This design comes from an exercise in tuning for small area, a short achievable clock period and few clock cycles on the open sky130 flow, not from production work.
Function was checked by simulation only, so behaviour that the tests miss may differ from the original.

==> flow/design.v (excerpt) <==
module chk_block (
    input  wire        clk,
    input  wire        rst,
    input  wire        req_valid,
    output wire        req_ready,
    input  wire [1:0]  req_op,
    input  wire [5:0]  req_addr,
    input  wire [2:0]  req_tenant,
    input  wire [31:0] req_wdata,
    input  wire [5:0]  wv_width,
    input  wire        wv_refin,
    input  wire        wv_refout,
    input  wire [2:0]  wv_fowner,
    input  wire [31:0] wv_poly,
    input  wire [31:0] wv_init,
    input  wire [31:0] wv_xorout,
    input  wire [31:0] wv_ref,
    output reg         rsp_valid,
    output reg  [1:0]  rsp_status,
    output wire [31:0] rsp_rdata
);
    localparam S_IDLE = 3'd0, S_PREP = 3'd1, S_FOLD = 3'd2, S_CMP = 3'd3, S_RFIN = 3'd4;
    localparam K_RUNW = 2'd0, K_FEED = 2'd1, K_CTRL = 2'd2;
    function [31:0] rev32(input [31:0] x);
        integer i;
        for (i = 0; i < 32; i = i + 1) rev32[i] = x[31-i];
    endfunction
    function [7:0] rev8(input [7:0] x);
        integer i;
        for (i = 0; i < 8; i = i + 1) rev8[i] = x[7-i];
    endfunction
    function [31:0] wmask(input [5:0] w);
        integer i;
        for (i = 0; i < 32; i = i + 1) wmask[i] = (w > i);
    endfunction
    function [31:0] vword(input [31:0] r, input [31:0] xl, input ro);
        vword = ro ? rev32(r ^ xl) : (r ^ xl);
    endfunction
    reg        u_def [0:3];
    reg [5:0]  u_w   [0:3];
    reg        u_ri  [0:3];
    reg        u_ro  [0:3];
    reg [2:0]  u_fo  [0:3];
    reg [8:0]  u_pl  [0:3];      
    reg [31:0] u_il  [0:3];
    reg [31:0] u_xl  [0:3];
    reg [31:0] u_rl  [0:3];
    reg [23:1] u_q   [0:3];
    reg [5:0]  s_w;
    reg        s_ri, s_ro;
    reg [2:0]  s_fo;
    reg [31:0] s_pl, s_il, s_xl, s_ref, s_run;
    reg [23:1] s_q;
    reg        s_bad;
    reg        s_isref;      
    reg [1:0]  s_u;          
    reg [1:0]  fcnt;
    reg [1:0]  s_rd;         
    reg [23:0] d_dat;
    reg [1:0]  d_cnt;
  ...
export LEC_CHECK = 0
export CAP_MARGIN = 10
export CORE_MARGIN = 2
export CORE_UTILIZATION = 45
export CTS_CLUSTER_DIAMETER = 70
export CTS_CLUSTER_SIZE = 30
export SLEW_MARGIN = 10
create_clock -name core_clock -period 20.0 [get_ports {clk}]
standard.sh (not shown) runs the stock make flow with config.mk's settings and CLKGATE_MAP_FILE= SYNTH_SCRIPT=/design/flow/synth_recipe.tcl, a recipe that flattens the netlist after the stock synthesis.
==> flow/flow/run.sh <==
#!/bin/bash
# Standard layout, with timing repair aimed at a tighter clock than the
# 20 ns constraint (repair stops once setup slack reaches the margin), and
# plain buffers (not delay cells) on the ports.
set -euo pipefail
bash standard.sh SETUP_SLACK_MARGIN=13.5 "BUFFER_PORTS_ARGS=-buffer_cell sky130_fd_sc_hd__buf_2" finish > standard.log 2>&1
Testbench counts at the start, summed over its fixed seeds: cycles 6,567.
Rerun with:
--- a/flow/design.v
+++ b/flow/design.v
@@ -265,12 +265,30 @@
             rd_sh = 12'd0;
     end
     wire [31:0] rf_word = (s_rd == 2'd0) ? s_run :
                           (s_rd == 2'd1) ? vword(s_run, s_xl, s_ro) : e_pl;
     wire [11:0] rf_sh   = shdec((s_ro && s_rd == 2'd1) ? 5'd0 : st_s);
     wire [11:0] st_shd  = shdec(st_s);
+    reg [31:0] ow_src;
+    reg [11:0] ow_sh;
+    always @* begin
+        case (state)
+        S_PREP: begin ow_src = rev32(s_xl); ow_sh = st_shd; end
+        S_RFIN: begin ow_src = rf_word; ow_sh = rf_sh; end
+        S_IDLE: begin
+            if (req_op[1]) begin
+                ow_src = rev32(wv_poly);
+                ow_sh = {wv_shd[11:8], static_ok ? wv_shd[7:0] : 8'd0};
+            end else begin
+                ow_src = rd_word;
+                ow_sh = {rd_sh[11:8], req_op[0] ? 8'd0 : rd_sh[7:0]};
+            end
+        end
+        default: begin ow_src = rd_word; ow_sh = 12'd0; end
+        endcase
+    end
     integer k;
     always @(posedge clk) begin
         if (rst) begin
             for (k = 0; k < 4; k = k + 1) u_def[k] <= 1'b0;
             state <= S_IDLE;
             rsp_valid <= 1'b0;
@@ -329,14 +347,14 @@
             default: state <= S_IDLE;
             endcase
         end
     end
     always @(posedge clk) begin
         if (p_do) u_rl[p_u] <= new_rl;
-        o_word <= rd_word;
-        o_sh <= 8'd0;
+        o_word <= cshift(ow_src, ow_sh);
+        o_sh <= ow_sh[7:0];
         s_run <= fold_out;
         d_dat <= chk_bytes(fcnt + 2'd1, s_ri);
         d_cnt <= 2'd3;
         case (state)
         S_IDLE: begin
             s_w   <= req_op[1] ? wv_width  : m_w;
@@ -354,27 +372,18 @@
             s_isref <= !req_op[1];
             d_dat <= r[3] ? chk_bytes(2'd0, m_ri) : feed_bytes(req_wdata[25:0], m_ri);
             d_cnt <= r[3] ? 2'd3 : req_wdata[25:24];
             fcnt  <= 2'd0;
             p_kind <= (r == 4'h4) ? K_RUNW : (r == 4'h5) ? K_FEED : K_CTRL;
             p_u   <= u;
-            if (req_op[1]) begin
-                o_word <= cshift(rev32(wv_poly), wv_shd);
-                o_sh <= static_ok ? wv_shd[7:0] : 8'd0;
-            end else begin
-                o_word <= cshift(rd_word, rd_sh);
-                o_sh <= req_op[0] ? 8'd0 : rd_sh[7:0];
-            end
         end
         S_PREP: begin
             s_pl <= rev32(sh_out);
             s_q <= prep_q;
             s_il <= shl_out;
             s_run <= shl_out;
-            o_word <= cshift(rev32(s_xl), st_shd);
-            o_sh <= st_shd[7:0];
             d_dat <= chk_bytes(2'd0, s_ri);
         end
         S_FOLD: begin
             fcnt <= fcnt + 2'd1;
             if (!s_isref && fcnt == 2'd0) begin
                 s_xl <= s_ro ? rev32(s_xl) : rev32(sh_out);
@@ -388,14 +397,11 @@
                 u_fo[s_u] <= s_fo; u_pl[s_u] <= s_pl[8:0]; u_il[s_u] <= s_il;
                 u_xl[s_u] <= s_xl; u_q[s_u] <= s_q;
             end
             p_kind <= K_CTRL;
             p_u <= s_u;
         end
-        S_RFIN: begin
-            o_word <= cshift(rf_word, rf_sh);
-            o_sh <= rf_sh[7:0];
-        end
+        S_RFIN: ;    
         default: ;
         endcase
     end
 endmodule
Routed wire length drops slightly.
Cell area decreases slightly.
Worst hold slack improved by 0.017 ns.
Maximum frequency goes down slightly.
Core utilization is higher by 0.22 points.
Setup slack gets worse by 0.13 ns.
Global-route usage rose by 0.23 points.
Synthesized area is lower slightly.
Die area decreases slightly.
Non-clock buffer count is higher by 19.
Via count drops by a few percent.
Clock-buffer cell count shrinks by 14.
Testbench counts after the change, summed over its fixed seeds: cycles 6,567.

## static timing again, ports no longer ideal
Ports are ideal in the flow. The routed layouts listed here were re-timed in OpenROAD.
Step 1, drivers: a clkbuf_16 drives clk and a buf_2 each remaining input, both assumed.
Step 2 also shifts input and output timing later by t, the mid clock arrival at the registers, as if the neighbouring blocks saw the same clock.
a / b / c = no drivers / after step 1 / after step 2; a / b = the first two.
run | shift t [ns] | setup slack, ns | worst register clock-pin slew, ns | worst data-port slew with drivers (ns) | cell pins on the clock port's net
the first run | 0.788 | 13.433 / 13.325 / 12.537 | 0.11 / 0.11 | 0.29 | 1
the second run | 0.809 | 13.303 / 13.102 / 12.293 | 0.11 / 0.11 | 0.37 | 1
After both steps setup and hold are still met in every run listed. The setup slack of the second run, which loses most, moves by -0.201 ns with the drivers and by -1.010 ns with both steps.
